This design comes from an exercise in tuning for small area, a short achievable clock period and few clock cycles per item on the open sky130 flow, not from production work.
Only simulation tests tie the RTL to the original design; equivalence was not proved.

### flow/run.sh
#!/bin/bash
# synth_recipe.tcl (not shown) runs the flow's synth.tcl, then flattens the netlist and writes it again
# the make line also repeats each setting of config.mk as NAME=value (left out here)
make -C /OpenROAD-flow-scripts/flow DESIGN_CONFIG=/design/flow/config.mk WORK_HOME=/design/flow/orfs CLKGATE_MAP_FILE= SYNTH_SCRIPT=/design/flow/synth_recipe.tcl finish
### flow/config.mk
export PLATFORM = sky130hd
export DESIGN_NAME = pagecode_dec
export DESIGN_NICKNAME = pagecode_dec
export VERILOG_FILES = /design/flow/design.v
export SDC_FILE = /design/flow/constraint.sdc
export NUM_CORES = 4
export LEC_CHECK = 0
export CAP_MARGIN = 20
export CORE_MARGIN = 2
export CORE_UTILIZATION = 40
export SLEW_MARGIN = 20
### flow/constraint.sdc
create_clock -name core_clock -period 12.0 [get_ports {clk}]
set_input_delay 2.4000 -clock core_clock [delete_from_list [all_inputs] [get_ports {clk}]]
set_output_delay 2.4000 -clock core_clock [all_outputs]
set_load 0.01 [all_outputs]
### flow/design.v
module pagecode_dec (
  input  wire        clk,
  input  wire        rst,
  input  wire        in_valid,
  input  wire [7:0]  in_data,
  output wire        in_ready,
  output reg         out_valid,
  output reg         out_clean,
  output reg         out_poison,
  output reg         out_ok,
  output wire [2:0]  out_count,
  output wire [31:0] out_pos,
  output wire [31:0] out_val
);
  function automatic [7:0] gf_mul(input [7:0] a, input [7:0] b);
    integer i;
    reg [7:0] p, aa;
    begin
      p  = 8'h00;
      aa = a;
      for (i = 0; i < 8; i = i + 1) begin
        if (b[i]) p = p ^ aa;
        aa = {aa[6:0], 1'b0} ^ (aa[7] ? 8'h1d : 8'h00);
      end
      gf_mul = p;
    end
  endfunction
  localparam [255:0] INV_B0 = 256'hb8f734a2d273325e1ddb8684655abf0d2bbe4edadfd2e40adc26640e64005732;
  localparam [255:0] INV_B1 = 256'h717bc55626e88fc1ecfdc36ec15a54014f60cd4e7d22bc7316acfca0e2a2a0f4;
  localparam [255:0] INV_B2 = 256'hfa261a1704c8329cd7c7dddd5eee8c7af60066e3704878eb649c946306e0d73c;
  localparam [255:0] INV_B3 = 256'hf4a891027815e8a268dc7f0537fb2939e9f9669c242d0e263c8facc7c2697fc4;
  localparam [255:0] INV_B4 = 256'hfa444fabdfdaababb860da150eb3929bcbee895a5121991f4180472c072bdec8;
  localparam [255:0] INV_B5 = 256'hfc0fffee0e1be67ccafeca109420aed4cab1fc1148c725459a1cd15790b231e8;
  localparam [255:0] INV_B6 = 256'hffcb97cc0efe2f120b3e0168428eb172e3fa25ae8e84602e85e58b3b46df4458;
  localparam [255:0] INV_B7 = 256'ha6ef4dfc90dc53e4f1f7d12ede3280e4f97a2e341618825c9c3222823b15afac;
  function automatic [7:0] gf_inv(input [7:0] a);
    begin
      gf_inv = {INV_B7[a], INV_B6[a], INV_B5[a], INV_B4[a],
                INV_B3[a], INV_B2[a], INV_B1[a], INV_B0[a]};
    end
  endfunction
  localparam [7:0] AM1 = 8'h8e, AM2 = 8'h47, AM3 = 8'had, AM4 = 8'hd8,
                   AM6 = 8'h36, AM8 = 8'h83;
  localparam [63:0] SP = 64'h32_8b_76_67_53_26_e2_00;
  integer i;
  reg  [7:0] cnt;               
  reg  [7:0] syn [0:7];
  wire first = (cnt == 8'd0);
  wire last  = (cnt == 8'd135);
  localparam [2:0] D_IDLE = 3'd0, D_F = 3'd1, D_UPD = 3'd2, D_DISC = 3'd3,
                   D_OMG = 3'd4, D_CHN = 3'd5, D_FIN = 3'd6, D_DONE = 3'd7;
  reg  [2:0] st;
  wire d_free = (st == D_IDLE) || (st == D_DONE);
  assign in_ready = !last || d_free;
  wire take = in_valid && in_ready;
  wire load = take && last;
  reg [7:0] syn_nx [0:7];
  always @(*) begin
    for (i = 0; i < 8; i = i + 1)
      syn_nx[i] = (first ? 8'h00 : gf_mul(syn[i], 8'h01 << i)) ^ in_data;
  end
  always @(posedge clk) begin
    if (rst)
      cnt <= 8'd0;
    else if (take)
      cnt <= last ? 8'd0 : cnt + 8'd1;
    if (take)
      for (i = 0; i < 8; i = i + 1)
        syn[i] <= syn_nx[i];
  end
  reg  [7:0] S    [0:7];        
  reg  [7:0] lam  [1:4];        
  reg  [7:0] bs   [1:4];        
  reg  [7:0] binv;              
  reg  [7:0] dacc;              
  reg  [2:0] r;                 
  reg  [2:0] k;                 
  reg  [2:0] sidx;              
  reg  [2:0] L;
  reg        fail;              
  reg        lch;               
  reg        clean_f, pois_f;
  reg  [6:0] q;                 
  reg        hid;               
  reg        pend;              
  reg  [1:0] pslot;
  reg  [2:0] nroot;
  reg  [3:0] en;                
  wire [7:0] s_sel = S[sidx];
  wire [7:0] fd    = dacc ^ s_sel;                  
  wire       mul_l = (st == D_DISC) || (st == D_OMG);
  wire [7:0] ma    = mul_l ? lam[k] : (st == D_F) ? fd : dacc;
  wire [7:0] mb    = mul_l ? s_sel : (st == D_UPD) ? bs[k] : binv;
  wire [7:0] p     = gf_mul(ma, mb);
  wire s_zero = (S[0] | S[1] | S[2] | S[3] | S[4] | S[5] | S[6] | S[7]) == 8'h00;
  wire s_pois = {S[7], S[6], S[5], S[4], S[3], S[2], S[1], S[0]} == SP;
  wire       fd_nz = (fd != 8'h00);
  wire       lc    = fd_nz && ({L, 1'b0} <= {1'b0, r});
  wire [3:0] lnew  = {1'b0, r} + 4'd1 - {1'b0, L};
  wire [7:0] ll1 = gf_mul(lam[1], AM1);
  wire [7:0] ll2 = gf_mul(lam[2], AM2);
  wire [7:0] ll3 = gf_mul(lam[3], AM3);
  wire [7:0] ll4 = gf_mul(lam[4], AM4);
  wire [7:0] lv_hi = 8'h01 ^ lam[1] ^ lam[2] ^ lam[3] ^ lam[4];
  wire [7:0] lv_lo = 8'h01 ^ ll1 ^ ll2 ^ ll3 ^ ll4;
  wire       rt_hi = (lv_hi == 8'h00) && !hid;
  wire       rt_lo = (lv_lo == 8'h00);
  wire [7:0] dv_hi = lam[1] ^ lam[3];
  wire [7:0] dv_lo = ll1 ^ ll3;
  wire [7:0] ov_hi = bs[1] ^ bs[2] ^ bs[3] ^ bs[4];
  wire [7:0] ov_lo = bs[1] ^ gf_mul(bs[2], AM1) ^ gf_mul(bs[3], AM2) ^ gf_mul(bs[4], AM3);
  wire       rt    = rt_hi || rt_lo;
  wire       adv   = !(rt_hi && rt_lo);
  wire [1:0] slot  = L[1:0] - 2'd1 - nroot[1:0];
  wire [7:0] inv_in = (st == D_CHN) ? (rt_hi ? dv_hi : dv_lo) : fd;
  wire [7:0] inv_o  = gf_inv(inv_in);
  wire [2:0] kmax = r[2] ? 3'd4 : r;                
  wire [2:0] jmax = (r == 3'd0) ? 3'd2 : (r == 3'd1) ? 3'd3 : 3'd4;
  always @(posedge clk) begin
    if (rst) begin
      st        <= D_IDLE;
      out_valid <= 1'b0;
    end else begin
      out_valid <= 1'b0;
      case (st)
        D_F: begin
          if (r == 3'd0) begin
            clean_f <= s_zero;
            pois_f  <= s_pois;
          end
          dacc <= p;
          lch  <= lc;
          if (lc) begin
            binv <= inv_o;
            L    <= lnew[2:0];
          end
          if (r == 3'd0) begin
            lam[1] <= fd;
            if (!fd_nz) begin
              bs[1] <= 8'h00;
              bs[2] <= 8'h01;
            end
            k    <= 3'd1;
            sidx <= 3'd0;
            r    <= 3'd1;
            st   <= s_zero ? D_FIN : D_DISC;
          end else if (lc && lnew > 4'd4) begin
            fail <= 1'b1;
            st   <= D_FIN;
          end else begin
            k  <= jmax;
            st <= D_UPD;
          end
        end
        D_UPD: begin
          lam[k] <= lam[k] ^ p;
          if (r == 3'd7)
            bs[k] <= S[k - 3'd1];
          else if (k == 3'd1)
            bs[k] <= lch ? 8'h01 : 8'h00;
          else
            bs[k] <= lch ? lam[k - 3'd1] : bs[k - 3'd1];
          if (k == 3'd1) begin
            if (r == 3'd7) begin
              r    <= 3'd1;
              sidx <= 3'd0;
              st   <= D_OMG;
            end else begin
              r    <= r + 3'd1;
              sidx <= r;
              st   <= D_DISC;
            end
          end else begin
            k <= k - 3'd1;
          end
        end
        D_DISC: begin
          dacc <= ((k == 3'd1) ? 8'h00 : dacc) ^ p;
          if (k == kmax) begin
            sidx <= r;
            st   <= D_F;
          end else begin
            k    <= k + 3'd1;
            sidx <= sidx - 3'd1;
          end
        end
        D_OMG: begin
          bs[r + 3'd1] <= bs[r + 3'd1] ^ p;
          if (k == r) begin
            if (r == 3'd3) begin
              q  <= 7'd67;
              st <= D_CHN;
            end else begin
              r    <= r + 3'd1;
              k    <= 3'd1;
              sidx <= r;
            end
          end else begin
            k    <= k + 3'd1;
            sidx <= sidx - 3'd1;
          end
        end
        D_CHN: begin
          if (pend)
            S[3'd4 + pslot] <= p;
          pend <= rt;
          if (rt) begin
            dacc     <= rt_hi ? ov_hi : ov_lo;
            binv     <= inv_o;
            S[slot]  <= {q, !rt_hi ? 1'b0 : 1'b1};
            pslot    <= slot;
            nroot    <= nroot + 3'd1;
          end
          hid <= !adv;
          if (adv) begin
            lam[1] <= gf_mul(ll1, AM1);
            lam[2] <= gf_mul(lam[2], AM4);
            lam[3] <= gf_mul(lam[3], AM6);
            lam[4] <= gf_mul(lam[4], AM8);
            bs[2]  <= gf_mul(bs[2], AM2);
            bs[3]  <= gf_mul(bs[3], AM4);
            bs[4]  <= gf_mul(bs[4], AM6);
            q      <= q - 7'd1;
            if (q == 7'd0)
              st <= D_FIN;
          end
        end
        D_FIN: begin
          if (pend)
            S[3'd4 + pslot] <= p;
          out_valid  <= 1'b1;
          out_clean  <= clean_f;
          out_poison <= pois_f;
          out_ok     <= clean_f || (!fail && nroot == L);
          for (i = 0; i < 4; i = i + 1)
            en[i] <= !clean_f && !fail && (nroot == L) && (i < L);
          st <= D_DONE;
        end
        D_DONE: st <= D_IDLE;
        default: ;
      endcase
      if (load) begin
        for (i = 0; i < 8; i = i + 1)
          S[i] <= syn_nx[i];
        for (i = 1; i <= 4; i = i + 1) begin
          lam[i] <= 8'h00;
          bs[i]  <= (i == 1) ? 8'h01 : 8'h00;
        end
        binv  <= 8'h01;
        dacc  <= 8'h00;
        L     <= 3'd0;
        fail  <= 1'b0;
        r     <= 3'd0;
        sidx  <= 3'd0;
        hid   <= 1'b0;
        pend  <= 1'b0;
        nroot <= 3'd0;
        st    <= D_F;
      end
    end
  end
  assign out_pos = {S[3] & {8{en[3]}}, S[2] & {8{en[2]}},
                    S[1] & {8{en[1]}}, S[0] & {8{en[0]}}};
  assign out_val = {S[7] & {8{en[3]}}, S[6] & {8{en[2]}},
                    S[5] & {8{en[1]}}, S[4] & {8{en[0]}}};
  assign out_count = {en[3], en[1] & !en[3], (en[0] & !en[1]) | (en[2] & !en[3])};
endmodule
==> summary.txt <==
Max stage delay cell, worst path dfxtp_1; Ant. Diodes 0; critical setup path kind register to register; WHS Endpoint out_poison$_DFFE_PP_; worst flop-to-flop path endpoint binv[7]$_SDFFCE_PP0P_; Critical Path RT 12.32 ns; post-CTS setup buffers 0; share of layout cells above drive strength 1 11.7%; Synth Cell Area 26000 um^2; Tmin final 5.83 ns; reg2reg path depth 15; post-CTS sizing 0; Final HPWL DP 71600 um; TritonCTS buffer count 39; Synth Net Count 2738; Setup TNS Final 0 ns; Synth Flop Type edfxtp_1; Slew @ Worst Pin 1.18 ns; fin. max-slew vios 0; Via Count 22400; Post-synth EDFFs 309; chip width 259 um; Root Buffer clkbuf_16; Syn. warnings 3; hold path cells 0; Initial Util 40.4%; drt drc 0; drt pass-1 iters 6; worst hold path type register to register; Core ar. 64500 um^2; Final period util 48.6%; gr ovfl total 0; Final Hold Viols 0; 1st-iter DRT viols 3746; critical-path maximum fanout 22; hold buffers post-CTS 0; post-synthesis sequential area ratio 37.0%; Synth cell types 86; status timing/DRC/antenna clean; WL final 98800 um; average vias per placed instance 6.38; # placed instances 3445; H-tree depth 2; #FFs+latches synth 327; top cell family by delay on the critical path compound AO/OA/AOI/OAI gates; IO Pins 83; most frequent CP cell a21oi_1; CP peak stage delay 0.95 ns; FMAX 172 MHz; # setup viols final 0; first-pass GRT wire length 145000 um; Max Cap Viol 0; post-route insts no fill 3517; die area 67200 um^2; Die H 259 um; area grow syn2layout 11.0%; Setup Skew 0.0317 ns; Crit. End Element register; Buf/Inv on CP 2; RePlAce Congestion 0.979; critical hold path startpoint pois_f$_DFFE_PP_; clk latency of the worst-skew pair 0.59 ns; CTS tree yes; RSZ-0062 raised after global routing no; WP data arrival 6.15 ns; wire per inst 28.1 um; Rel. slew slack 20.9%; Post-synth ARST share 0%; initial antenna violation count 4; maximum number of pins on one net before global-route repair 74; CTS max path bufs 3; Cell Chain, Critical Path mux4_2, mux2_2, xnor2_1, nand2b_1, o31a_1, buf_4, inv_1, ha_1, nor2_1, a21oi_1, a222oi_1, a21oi_1, a21oi_1, nor2_1, o311a_1; Overall Global Routing Usage 28.8%; Routed Antenna Nets 0; row cnt 93; synthesized area per cell 9.67 um^2; fillers 6071; R2R setup slack 6.17 ns; nets@finish 2675; number of I/O port buffers 82; vias in the first global route 21400; Reg clk slew, reported paths 0.07 ns; Synth Instances 2694; Worst setup SP type register; clk sinks 327
routing by layer:
metal	track usage (%)	wire, um	vias up	share of wire, %
met4	8.86	2840	8	2.9
li1	-	-	9630	-
met1	41.9	42000	11100	42
met5	0	46	-	0.047
met2	42.5	43200	1469	44
met3	6.37	10800	185	11
logic make-up (layout without fill, tap and decap cells):
kind of cell	count (synthesis)	in the layout	synth area share, %
AND/OR/NAND/NOR	891	891	15.2
AO/OA/AOI/OAI	542	542	13.5
XOR/XNOR	432	432	15.3
flip-flops	327	327	37.0
buffers and inverters	290	258	4.49
multiplexers	179	179	12.8
adder cells (fa/ha/maj)	33	33	1.61
worst max-delay path by stage:
stage,end,slack [ns],cells after the start
2_1_floorplan,bs[0][7]$_DFFE_PP_,7.33,14
3_3_place_gp,bs[4][0]$_DFFE_PP_,6.39,7
3_5_place_dp,binv[7]$_SDFFCE_PP0P_,6.33,15
4_1_cts,binv[7]$_SDFFCE_PP0P_,6.29,15
5_1_grt,binv[7]$_SDFFCE_PP0P_,5.84,15
6_report,binv[7]$_SDFFCE_PP0P_,6.17,15
per-stage QoR:
step	util, %	area, um^2	worst slack (ns)	hold slack (ns)
finish	44.9	28900	6.17	0.473
floorplan	-	26100	7.33	0.400
global placement	42.6	27400	6.39	0.408
global route	44.9	28900	5.84	0.475
CTS	44.9	28900	6.29	0.474
detailed placement	42.6	27500	6.33	0.452
synthesized netlist by cell type, drive strengths merged (10+ instances only):
library cell	count	area [um^2]
buf	63	317
dfxtp	18	360
nor4	26	163
nand2	279	1050
nand2b	13	81.3
inv	57	214
o221ai	15	131
o31ai	14	105
xnor2	296	2760
xor2	134	1190
clkbuf	168	632
a211oi	20	150
nand3	48	240
nand4	16	100
a21oi	124	628
and2	80	500
or3	24	155
mux4	119	2680
o211ai	21	158
mux2i	46	493
nor3	39	195
edfxtp	309	9280
nor2	333	1250
a311oi	11	96.3
o22ai	55	363
o21ai	149	764
mux2	14	158
ha	32	400
a221oi	10	100
o31a	11	96.3
a31oi	23	144
flip-flops by register name (all words and copies together), names as in the netlist, 2 cells and up, named ones only:
register	flops
L	3
bs	64
lam	64
q	7
k	3
nroot	3
binv	8
st	3
syn	64
en	4
r	3
pslot	2
dacc	8
S	64
cnt	8
sidx	3
cell type report:
type | instances | area [um^2] | share of cell area (%)
Clock inverter | 27 | 457 | 1.58
Tap cell | 855 | 1070 | 3.70
Multi-Input combinational cell | 2077 | 15400 | 53.2
Sequential cell | 327 | 9640 | 33.3
Inverter | 59 | 221 | 0.766
Clock buffer | 45 | 998 | 3.45
Timing Repair Buffer | 127 | 1160 | 4.00
cells in the final DEF (no fill, tap or decap), types with 47 or more instances in the layout:
cell type | Yosys | routed
a21oi_1 | 122 | 121
and2_1 | 80 | 80
clkdlybuf4s50_1 | 0 | 82
edfxtp_1 | 309 | 309
inv_1 | 53 | 52
mux4_2 | 119 | 119
nand2_1 | 279 | 279
nand3_1 | 48 | 47
nor2_1 | 332 | 329
o21ai_0 | 121 | 116
o22ai_1 | 52 | 52
xnor2_1 | 281 | 281
xor2_1 | 132 | 131
Testbench counts, summed over its fixed seeds: cycles 53,158, items 384.

[static timing again, ports no longer ideal]
The results above use ideal ports. As a check the final layout listed here was re-extracted and re-timed, cells and wires unchanged. Step 1 assumes that a clkbuf_16 drives the clock port and a buf_2 every other input. Step 2 times the ports against the registers' clock, not the clock port: input delays grow and output delays shrink by t, the midpoint of the rising clock arrivals with the driver on. a / b / c = no drivers / after step 1 / after step 2; a / b = the first two.
t (ns): 0.635
setup slack, ns: 6.171 / 6.171 / 6.171
hold WS [ns]: 0.473 / 0.473 / 0.473
latest minus earliest clock arrival (ns): 0.032 / 0.032
cell pins on the clock port's net: 1
After both steps this run still meets setup and hold. For this run, drivers alone change the setup slack by 0.000 ns; drivers and shift together by 0.000 ns.
